This design comes from an exercise in tuning for small area, a short achievable clock period and few clock cycles on the open sky130 flow, not from production work.
Only simulation tests tie the RTL to the original design; equivalence was not proved.
Power figures rest on the tool's default switching activity, not on a simulated workload.

==> 01-27: inputs <==
Design thm_ff, start of the top module:
module thm_ff (
    input  wire        clk,
    input  wire        rst,
    input  wire        cmd_valid,
    output wire        cmd_ready,
    input  wire [1:0]  cmd_op,
    input  wire [4:0]  cmd_idx,
    input  wire [15:0] cmd_data,
    input  wire [11:0] cmd_half,
    input  wire [7:0]  cmd_w0,
    input  wire [7:0]  cmd_w1,
    input  wire [7:0]  cmd_w2,
    input  wire [7:0]  cmd_w3,
    input  wire [15:0] cmd_gain,
    input  wire [15:0] cmd_dclk,
    input  wire [15:0] cmd_heat,
    input  wire [15:0] cmd_stamp,
    input  wire [1:0]  cmd_dist,
    input  wire        cmd_last,
    output reg         res_valid,
    output wire [15:0] res_q,
    output wire [15:0] res_ff
);
Settings: LEC_CHECK=0, CAP_MARGIN=20, CORE_MARGIN=2, CORE_UTILIZATION=40, PLACE_DENSITY=0.6, SLEW_MARGIN=20, SYNTH_MEMORY_MAX_BITS=8192; clock period 12.0 ns.
run.sh (not shown) runs the stock make flow with config.mk's settings and CLKGATE_MAP_FILE= SYNTH_SCRIPT=/design/flow/synth_recipe.tcl, a recipe that flattens the netlist after the stock synthesis.
==> 04-17: changes against 01-27 <==
--- a/flow/design.v
+++ b/flow/design.v
@@ -1194,28 +1194,33 @@
     reg  [15:0] u_q;                     
     reg  [15:0] u_lo;                    
     reg  signed [16:0] u_mc;             
     reg  signed [18:0] u_acc;
     reg  [17:0] u_m;                     
-    reg         u_mb;                    
+    reg  [18:0] u_ppx;                   
+    reg         u_ppc;                   
     wire [15:0] hq   = fq[0];
     assign f_pop = (fst == F_IDLE) && (fcnt != 2'd0) && !clr && (ph == hq[13:11]);
     wire [15:0] rd_lo = rg[fsl[0]][0];
     wire [15:0] rd_hi = (hq[15:11] == 5'd31) ? rg[3][0] : rg[fsh[0]][1];
-    reg         b_neg, b_two, b_nz;
-    function [2:0] bdec;                  
+    function [19:0] bpp;
         input m1, m0, mb;
+        input [16:0] mc;
+        reg neg, two, nz;
+        reg [18:0] mag;
         begin
-            bdec[2] = m1 & ~(m0 & mb);
-            bdec[1] = (m1 & ~m0 & ~mb) | (~m1 & m0 & mb);
-            bdec[0] = ~((m1 & m0 & mb) | (~m1 & ~m0 & ~mb));
+            neg = m1 & ~(m0 & mb);
+            two = (m1 & ~m0 & ~mb) | (~m1 & m0 & mb);
+            nz  = ~((m1 & m0 & mb) | (~m1 & ~m0 & ~mb));
+            mag = two ? {mc[16], mc, 1'b0} : {mc[16], mc[16], mc};
+            bpp = nz ? {mag ^ {19{neg}}, neg} : 20'd0;
         end
     endfunction
-    wire [18:0] b_mag = b_two ? {u_mc[16], u_mc, 1'b0} : {u_mc[16], u_mc[16], u_mc};
-    wire [18:0] b_pp  = b_nz ? (b_mag ^ {19{b_neg}}) : 19'd0;
-    wire signed [18:0] b_sum = u_acc + b_pp + {18'd0, b_nz & b_neg};
+    wire signed [18:0] b_sum = u_acc + u_ppx + {18'd0, u_ppc};
+    wire [16:0] sub_d = u_mc - {1'b0, u_lo};
     wire [17:0] base  = {2'b0, u_lo} + {u_acc[16:0], u_m[17]};    
+    wire [16:0] dev   = {~base[15], ~base[15], base[14:0]};    
     wire signed [24:0] ffv = {u_acc, u_m[17:12]};                 
     wire signed [25:0] ffr = 26'sd32768 + ffv;
     always @(posedge clk) begin
         res_valid <= 1'b0;
         if (rst_q) begin
@@ -1225,42 +1230,38 @@
             F_IDLE: if (f_pop) begin
                 u_q   <= hq;
                 u_lo  <= rd_lo;
                 u_mc  <= {1'b0, rd_hi};
                 u_m   <= {7'd0, hq[10:0]};
-                {b_neg, b_two, b_nz} <= bdec(hq[1], hq[0], 1'b0);
                 fst   <= F_SUB;
             end
             F_SUB: begin
-                u_mc  <= u_mc - {1'b0, u_lo};
+                u_mc  <= sub_d;
+                {u_ppx, u_ppc} <= bpp(u_m[1], u_m[0], 1'b0, sub_d);
                 u_acc <= 19'sd0;
-                u_mb  <= 1'b0;
                 fcn   <= 4'd5;
                 fst   <= F_MUL1;
             end
             F_MUL1: begin
                 u_acc <= b_sum >>> 2;
                 u_m   <= {b_sum[1:0], u_m[17:2]};
-                u_mb  <= u_m[1];
-                {b_neg, b_two, b_nz} <= bdec(u_m[3], u_m[2], u_m[1]);
+                {u_ppx, u_ppc} <= bpp(u_m[3], u_m[2], u_m[1], u_mc);
                 fcn   <= fcn - 4'd1;
                 if (fcn == 4'd0) fst <= F_DEV;
             end
             F_DEV: begin
-                u_mc  <= {~base[15], ~base[15], base[14:0]};        
+                u_mc  <= dev;
+                {u_ppx, u_ppc} <= bpp(gain[1], gain[0], 1'b0, dev);
                 u_acc <= 19'sd0;
                 u_m   <= {2'd0, gain};
-                u_mb  <= 1'b0;
-                {b_neg, b_two, b_nz} <= bdec(gain[1], gain[0], 1'b0);
                 fcn   <= 4'd8;
                 fst   <= F_MUL2;
             end
             F_MUL2: begin
                 u_acc <= b_sum >>> 2;
                 u_m   <= {b_sum[1:0], u_m[17:2]};
-                u_mb  <= u_m[1];
-                {b_neg, b_two, b_nz} <= bdec(u_m[3], u_m[2], u_m[1]);
+                {u_ppx, u_ppc} <= bpp(u_m[3], u_m[2], u_m[1], u_mc);
                 fcn   <= fcn - 4'd1;
                 if (fcn == 4'd0) fst <= F_OUT;
             end
             F_OUT: begin
                 u_mc      <= ffr[25] ? 17'd0 : (ffr[24:16] != 9'd0) ? 17'hFFFF : {1'b0, ffr[15:0]};
@@ -1274,49 +1275,73 @@
     assign res_q  = u_q;
     assign res_ff = u_mc[15:0];
     reg  [2:0] nseg;
     wire [2:0] nseg_p = nseg - {2'd0, f_pop};
     wire [2:0] nseg_n = nseg_p + {2'd0, take_last};
+    wire dev_ev    = (fst == F_DEV);
+    reg  [2:0] n_dev;
+    reg        g_pend;
+    reg  [2:0] g_cnt;
+    reg  [15:0] gain_nx;
+    wire [2:0] n_dev_o = n_dev - {2'd0, dev_ev};               
+    wire [2:0] n_dev_n = n_dev_o + {2'd0, take_last};
     wire pipe_busy = c_v | pa_v | d1_v | d2_v | d3_v | d4_v | d5_v | d6_v | m1_v | m2_v | m3_v | sh_v | fin_v;
+    wire w_busy    = c_v | pa_v | d1_v | d2_v | d3_v | d4_v | d5_v | d6_v | m1_v | m2_v;
     wire f_rd      = !pipe_busy && fcnt == 2'd0;
-    wire f_gn      = f_rd && fst != F_SUB && fst != F_MUL1;
     assign ftab_go = p_v && !p_cfg && f_rd && ph == p_idx[2:0];
-    wire   cfg_go  = p_v &&  p_cfg && f_gn;
+    wire   cfg_go  = p_v &&  p_cfg && !w_busy && !g_pend;
     wire   p_go    = ftab_go | cfg_go;
     wire   p_v_n   = take_tc | (p_v & ~p_go);
+    wire   g_done  = g_pend && dev_ev && g_cnt == 3'd1;
     wire pipe_busy_n = c_v | pa_v | d1_v | d2_v | d3_v | d4_v | d5_v | d6_v | m1_v | m2_v | m3_v | (sh_v & sh_last);
+    wire w_busy_n    = c_v | pa_v | d1_v | d2_v | d3_v | d4_v | d5_v | d6_v | m1_v;
     wire [1:0] fcnt_n = fcnt + {1'd0, fin_v} - {1'd0, f_pop};
-    wire f_rd_n    = !pipe_busy_n && fcnt_n == 2'd0;
-    wire f_gn_n    = f_rd_n && !f_pop && fst != F_SUB && !(fst == F_MUL1 && fcn != 4'd0);
+    wire f_rd_n    = !pipe_busy_n && fcnt == 2'd0 && !fin_v;
+    wire f_gn_n    = !w_busy_n && !(g_pend && !g_done);
     wire [2:0] ph_n  = ph + 3'd1;
     wire go_p      = p_cfg ? f_gn_n : (f_rd_n && ph_n == p_idx[2:0]);
-    wire rn_keep   = (~p_v | p_go | go_p) & (nseg_p < FQ);        
-    wire rn_last   = (~p_v | p_go | go_p) & (nseg_p < FQ - 1);    
-    wire rn_cfg    = f_gn_n & (nseg_p < FQ);                      
-    wire rn_ftab   = f_rd_n & (nseg_p < FQ);                      
+    wire rn_keep   = (~p_v | p_go | go_p) & (nseg < FQ);          
+    wire rn_last   = (~p_v | p_go | go_p) & (nseg < FQ - 1);      
+    wire rn_cfg    = f_gn_n & (nseg < FQ);                        
+    wire rn_ftab   = f_rd_n & (nseg < FQ);                        
     wire rdy_n     = ~rst & (!take ? rn_keep :
                              cmd_op[1] ? (cmd_last ? rn_last : rn_keep) :
                              cmd_op[0] ? rn_cfg : (rn_ftab & (ph_n == cmd_idx[2:0])));
     always @(posedge clk) begin
         if (rst_q) begin
             nseg  <= 3'd0;
+            n_dev <= 3'd0;
+            g_pend <= 1'b0;
             p_v   <= 1'b0;
             rdy   <= ~rst;
             half  <= 12'd1;
             half3 <= 14'd3;
             w0 <= 8'd0; w1 <= 8'd0; w2 <= 8'd0; w3 <= 8'd0;
             gain <= 16'd0;
         end else begin
             nseg <= nseg_n;
             p_v  <= p_v_n;
             rdy  <= rdy_n;
+            n_dev <= n_dev_n;
             if (cfg_go) begin
                 if (p_half != 12'd0 && p_half <= 12'd2048) begin
                     half  <= p_half;
                     half3 <= {2'd0, p_half} + {1'b0, p_half, 1'b0};
                 end
                 w0 <= p_w[7:0]; w1 <= p_w[15:8]; w2 <= p_w[23:16]; w3 <= p_w[31:24];
-                gain <= p_gain;
+                if (n_dev_o == 3'd0) begin
+                    gain <= p_gain;
+                end else begin
+                    gain_nx <= p_gain;
+                    g_pend  <= 1'b1;
+                    g_cnt   <= n_dev_o;
+                end
+            end else if (g_pend && dev_ev) begin
+                g_cnt <= g_cnt - 3'd1;
+                if (g_cnt == 3'd1) begin
+                    gain   <= gain_nx;
+                    g_pend <= 1'b0;
+                end
             end
         end
     end
 endmodule
==> flow/flow/run.sh (new file) <==
#!/bin/bash
# The standard layout (the standard.sh: standard synthesis, floorplan,
# placement, CTS, routing) with a larger setup slack margin for ORFS's timing
# repair, so that repair_timing sizes and buffers the design towards a
# shorter period than the 12 ns clock asks for. The SDC is not changed.
set -euo pipefail
MARGIN=$(cat flow/margin.txt)
bash standard.sh SETUP_SLACK_MARGIN=$MARGIN finish > standard.log 2>&1
==> flow/flow/margin.txt (new file) <==
8.0
==> flow/standard.sh (new file) <==
#!/bin/bash
# synth_recipe.tcl (not shown) runs the flow's synth.tcl, then flattens the netlist and writes it again
# the make line also repeats each setting of config.mk as NAME=value (left out here)
make -C /OpenROAD-flow-scripts/flow DESIGN_CONFIG=/design/flow/config.mk WORK_HOME=/design/flow/orfs CLKGATE_MAP_FILE= SYNTH_SCRIPT=/design/flow/synth_recipe.tcl "${@:-finish}"
--- a/flow/config.mk
+++ b/flow/config.mk
@@ -5,9 +5,9 @@
 export SDC_FILE = /design/flow/constraint.sdc
 export NUM_CORES = 4
 export LEC_CHECK = 0
 export CAP_MARGIN = 20
 export CORE_MARGIN = 2
-export CORE_UTILIZATION = 40
-export PLACE_DENSITY = 0.6
+export CORE_UTILIZATION = 60
+export PLACE_DENSITY = 0.75
 export SLEW_MARGIN = 20
 export SYNTH_MEMORY_MAX_BITS = 8192
removed: flow/run.sh
==> 05-21: changes against 01-27 <==
--- a/flow/design.v
+++ b/flow/design.v
@@ -1194,28 +1194,33 @@
     reg  [15:0] u_q;                     
     reg  [15:0] u_lo;                    
     reg  signed [16:0] u_mc;             
     reg  signed [18:0] u_acc;
     reg  [17:0] u_m;                     
-    reg         u_mb;                    
+    reg  [18:0] u_ppx;                   
+    reg         u_ppc;                   
     wire [15:0] hq   = fq[0];
     assign f_pop = (fst == F_IDLE) && (fcnt != 2'd0) && !clr && (ph == hq[13:11]);
     wire [15:0] rd_lo = rg[fsl[0]][0];
     wire [15:0] rd_hi = (hq[15:11] == 5'd31) ? rg[3][0] : rg[fsh[0]][1];
-    reg         b_neg, b_two, b_nz;
-    function [2:0] bdec;                  
+    function [19:0] bpp;
         input m1, m0, mb;
+        input [16:0] mc;
+        reg neg, two, nz;
+        reg [18:0] mag;
         begin
-            bdec[2] = m1 & ~(m0 & mb);
-            bdec[1] = (m1 & ~m0 & ~mb) | (~m1 & m0 & mb);
-            bdec[0] = ~((m1 & m0 & mb) | (~m1 & ~m0 & ~mb));
+            neg = m1 & ~(m0 & mb);
+            two = (m1 & ~m0 & ~mb) | (~m1 & m0 & mb);
+            nz  = ~((m1 & m0 & mb) | (~m1 & ~m0 & ~mb));
+            mag = two ? {mc[16], mc, 1'b0} : {mc[16], mc[16], mc};
+            bpp = nz ? {mag ^ {19{neg}}, neg} : 20'd0;
         end
     endfunction
-    wire [18:0] b_mag = b_two ? {u_mc[16], u_mc, 1'b0} : {u_mc[16], u_mc[16], u_mc};
-    wire [18:0] b_pp  = b_nz ? (b_mag ^ {19{b_neg}}) : 19'd0;
-    wire signed [18:0] b_sum = u_acc + b_pp + {18'd0, b_nz & b_neg};
+    wire signed [18:0] b_sum = u_acc + u_ppx + {18'd0, u_ppc};
+    wire [16:0] sub_d = u_mc - {1'b0, u_lo};
     wire [17:0] base  = {2'b0, u_lo} + {u_acc[16:0], u_m[17]};    
+    wire [16:0] dev   = {~base[15], ~base[15], base[14:0]};    
     wire signed [24:0] ffv = {u_acc, u_m[17:12]};                 
     wire signed [25:0] ffr = 26'sd32768 + ffv;
     always @(posedge clk) begin
         res_valid <= 1'b0;
         if (rst_q) begin
@@ -1225,42 +1230,38 @@
             F_IDLE: if (f_pop) begin
                 u_q   <= hq;
                 u_lo  <= rd_lo;
                 u_mc  <= {1'b0, rd_hi};
                 u_m   <= {7'd0, hq[10:0]};
-                {b_neg, b_two, b_nz} <= bdec(hq[1], hq[0], 1'b0);
                 fst   <= F_SUB;
             end
             F_SUB: begin
-                u_mc  <= u_mc - {1'b0, u_lo};
+                u_mc  <= sub_d;
+                {u_ppx, u_ppc} <= bpp(u_m[1], u_m[0], 1'b0, sub_d);
                 u_acc <= 19'sd0;
-                u_mb  <= 1'b0;
                 fcn   <= 4'd5;
                 fst   <= F_MUL1;
             end
             F_MUL1: begin
                 u_acc <= b_sum >>> 2;
                 u_m   <= {b_sum[1:0], u_m[17:2]};
-                u_mb  <= u_m[1];
-                {b_neg, b_two, b_nz} <= bdec(u_m[3], u_m[2], u_m[1]);
+                {u_ppx, u_ppc} <= bpp(u_m[3], u_m[2], u_m[1], u_mc);
                 fcn   <= fcn - 4'd1;
                 if (fcn == 4'd0) fst <= F_DEV;
             end
             F_DEV: begin
-                u_mc  <= {~base[15], ~base[15], base[14:0]};        
+                u_mc  <= dev;
+                {u_ppx, u_ppc} <= bpp(gain[1], gain[0], 1'b0, dev);
                 u_acc <= 19'sd0;
                 u_m   <= {2'd0, gain};
-                u_mb  <= 1'b0;
-                {b_neg, b_two, b_nz} <= bdec(gain[1], gain[0], 1'b0);
                 fcn   <= 4'd8;
                 fst   <= F_MUL2;
             end
             F_MUL2: begin
                 u_acc <= b_sum >>> 2;
                 u_m   <= {b_sum[1:0], u_m[17:2]};
-                u_mb  <= u_m[1];
-                {b_neg, b_two, b_nz} <= bdec(u_m[3], u_m[2], u_m[1]);
+                {u_ppx, u_ppc} <= bpp(u_m[3], u_m[2], u_m[1], u_mc);
                 fcn   <= fcn - 4'd1;
                 if (fcn == 4'd0) fst <= F_OUT;
             end
             F_OUT: begin
                 u_mc      <= ffr[25] ? 17'd0 : (ffr[24:16] != 9'd0) ? 17'hFFFF : {1'b0, ffr[15:0]};
@@ -1274,49 +1275,73 @@
     assign res_q  = u_q;
     assign res_ff = u_mc[15:0];
     reg  [2:0] nseg;
     wire [2:0] nseg_p = nseg - {2'd0, f_pop};
     wire [2:0] nseg_n = nseg_p + {2'd0, take_last};
+    wire dev_ev    = (fst == F_DEV);
+    reg  [2:0] n_dev;
+    reg        g_pend;
+    reg  [2:0] g_cnt;
+    reg  [15:0] gain_nx;
+    wire [2:0] n_dev_o = n_dev - {2'd0, dev_ev};               
+    wire [2:0] n_dev_n = n_dev_o + {2'd0, take_last};
     wire pipe_busy = c_v | pa_v | d1_v | d2_v | d3_v | d4_v | d5_v | d6_v | m1_v | m2_v | m3_v | sh_v | fin_v;
+    wire w_busy    = c_v | pa_v | d1_v | d2_v | d3_v | d4_v | d5_v | d6_v | m1_v | m2_v;
     wire f_rd      = !pipe_busy && fcnt == 2'd0;
-    wire f_gn      = f_rd && fst != F_SUB && fst != F_MUL1;
     assign ftab_go = p_v && !p_cfg && f_rd && ph == p_idx[2:0];
-    wire   cfg_go  = p_v &&  p_cfg && f_gn;
+    wire   cfg_go  = p_v &&  p_cfg && !w_busy && !g_pend;
     wire   p_go    = ftab_go | cfg_go;
     wire   p_v_n   = take_tc | (p_v & ~p_go);
+    wire   g_done  = g_pend && dev_ev && g_cnt == 3'd1;
     wire pipe_busy_n = c_v | pa_v | d1_v | d2_v | d3_v | d4_v | d5_v | d6_v | m1_v | m2_v | m3_v | (sh_v & sh_last);
+    wire w_busy_n    = c_v | pa_v | d1_v | d2_v | d3_v | d4_v | d5_v | d6_v | m1_v;
     wire [1:0] fcnt_n = fcnt + {1'd0, fin_v} - {1'd0, f_pop};
-    wire f_rd_n    = !pipe_busy_n && fcnt_n == 2'd0;
-    wire f_gn_n    = f_rd_n && !f_pop && fst != F_SUB && !(fst == F_MUL1 && fcn != 4'd0);
+    wire f_rd_n    = !pipe_busy_n && fcnt == 2'd0 && !fin_v;
+    wire f_gn_n    = !w_busy_n && !(g_pend && !g_done);
     wire [2:0] ph_n  = ph + 3'd1;
     wire go_p      = p_cfg ? f_gn_n : (f_rd_n && ph_n == p_idx[2:0]);
-    wire rn_keep   = (~p_v | p_go | go_p) & (nseg_p < FQ);        
-    wire rn_last   = (~p_v | p_go | go_p) & (nseg_p < FQ - 1);    
-    wire rn_cfg    = f_gn_n & (nseg_p < FQ);                      
-    wire rn_ftab   = f_rd_n & (nseg_p < FQ);                      
+    wire rn_keep   = (~p_v | p_go | go_p) & (nseg < FQ);          
+    wire rn_last   = (~p_v | p_go | go_p) & (nseg < FQ - 1);      
+    wire rn_cfg    = f_gn_n & (nseg < FQ);                        
+    wire rn_ftab   = f_rd_n & (nseg < FQ);                        
     wire rdy_n     = ~rst & (!take ? rn_keep :
                              cmd_op[1] ? (cmd_last ? rn_last : rn_keep) :
                              cmd_op[0] ? rn_cfg : (rn_ftab & (ph_n == cmd_idx[2:0])));
     always @(posedge clk) begin
         if (rst_q) begin
             nseg  <= 3'd0;
+            n_dev <= 3'd0;
+            g_pend <= 1'b0;
             p_v   <= 1'b0;
             rdy   <= ~rst;
             half  <= 12'd1;
             half3 <= 14'd3;
             w0 <= 8'd0; w1 <= 8'd0; w2 <= 8'd0; w3 <= 8'd0;
             gain <= 16'd0;
         end else begin
             nseg <= nseg_n;
             p_v  <= p_v_n;
             rdy  <= rdy_n;
+            n_dev <= n_dev_n;
             if (cfg_go) begin
                 if (p_half != 12'd0 && p_half <= 12'd2048) begin
                     half  <= p_half;
                     half3 <= {2'd0, p_half} + {1'b0, p_half, 1'b0};
                 end
                 w0 <= p_w[7:0]; w1 <= p_w[15:8]; w2 <= p_w[23:16]; w3 <= p_w[31:24];
-                gain <= p_gain;
+                if (n_dev_o == 3'd0) begin
+                    gain <= p_gain;
+                end else begin
+                    gain_nx <= p_gain;
+                    g_pend  <= 1'b1;
+                    g_cnt   <= n_dev_o;
+                end
+            end else if (g_pend && dev_ev) begin
+                g_cnt <= g_cnt - 3'd1;
+                if (g_cnt == 3'd1) begin
+                    gain   <= gain_nx;
+                    g_pend <= 1'b0;
+                end
             end
         end
     end
 endmodule
==> flow/flow/run.sh (new file) <==
#!/bin/bash
# The standard layout (the standard.sh: standard synthesis, floorplan,
# placement, CTS, routing) with a larger setup slack margin for ORFS's timing
# repair, so that repair_timing sizes and buffers the design towards a
# shorter period than the 12 ns clock asks for. The SDC is not changed.
set -euo pipefail
MARGIN=$(cat flow/margin.txt)
bash standard.sh SETUP_SLACK_MARGIN=$MARGIN finish > standard.log 2>&1
==> flow/flow/margin.txt (new file) <==
8.0
==> flow/standard.sh (new file) <==
#!/bin/bash
# synth_recipe.tcl (not shown) runs the flow's synth.tcl, then flattens the netlist and writes it again
# the make line also repeats each setting of config.mk as NAME=value (left out here)
make -C /OpenROAD-flow-scripts/flow DESIGN_CONFIG=/design/flow/config.mk WORK_HOME=/design/flow/orfs CLKGATE_MAP_FILE= SYNTH_SCRIPT=/design/flow/synth_recipe.tcl "${@:-finish}"
removed: flow/run.sh
==> comparison table <==
quantity	01-27	05-21	04-17
Fraction of the mapped netlist area in compound gates	12.5%	13.3%	13.3%
Total die area	173000 um^2	180000 um^2	121000 um^2
Sequential share of the synthesized area	45.4%	45.3%	45.3%
Met3 usage	3.28%	3.31%	6.41%
Power, Total	18.0 mW	17.9 mW	17.9 mW
Launching element of the worst setup path	b_neg$_DFFE_PP_	d5_x[1]$_SDFF_PN1_	u_mc[14]$_DFFE_PP_
Stages on worst setup path	15	11	1
Detail-routed net length per standard cell	19.7 um	20.2 um	21.7 um
Sequential power	5.95 mW	6.04 mW	6.08 mW
Area share of and/or/nand/nor cells after synthesis	13.7%	13.4%	13.4%
Seq_cells	1430	1470	1470
TAP cells	2218	2340	1524
Share of the clock period used by the worst path after layout	40.4%	33.0%	33.0%
Max FO, Critical Path	20	21	2
Run status	timing/DRC/antenna clean	timing/DRC/antenna clean	timing/DRC/antenna clean
Testbench counts of 01-27, summed over its fixed seeds: cycles 57,353.
Testbench counts of 04-17, summed over its fixed seeds: cycles 56,265.
Testbench counts of 05-21, summed over its fixed seeds: cycles 56,265.

==> afterwards: timing with drivers on the ports <==
The flow's constraints put no driver on any port. The routed layouts listed below were extracted and timed again, unchanged, in two steps. Step 1 sets driving cells, clkbuf_16 on the clock port and buf_2 on the other inputs (assumed; they add their load-dependent delay and slew). Step 2 adds t to the input delays and takes it off the output delays; t is the mean of the earliest and latest rising clock arrival at the registers after step 1. Input paths then give back, and output paths get back, about the clock's delay inside the block. Three values: ideal, step 1, step 2; two values: the first two.
run	t (ns)	slack for setup (ns)	worst register clock-pin slew, ns	cell pins on the clock port's net
01-27	0.851	7.147 / 7.147 / 7.147	0.07 / 0.07	1
04-17	0.863	8.039 / 7.962 / 7.315	0.07 / 0.07	1
05-21	0.863	8.039 / 7.976 / 7.452	0.07 / 0.07	1
After both steps every run listed still meets setup and hold. For 04-17, which loses most, drivers alone change the setup slack by -0.077 ns; drivers and shift together by -0.724 ns.
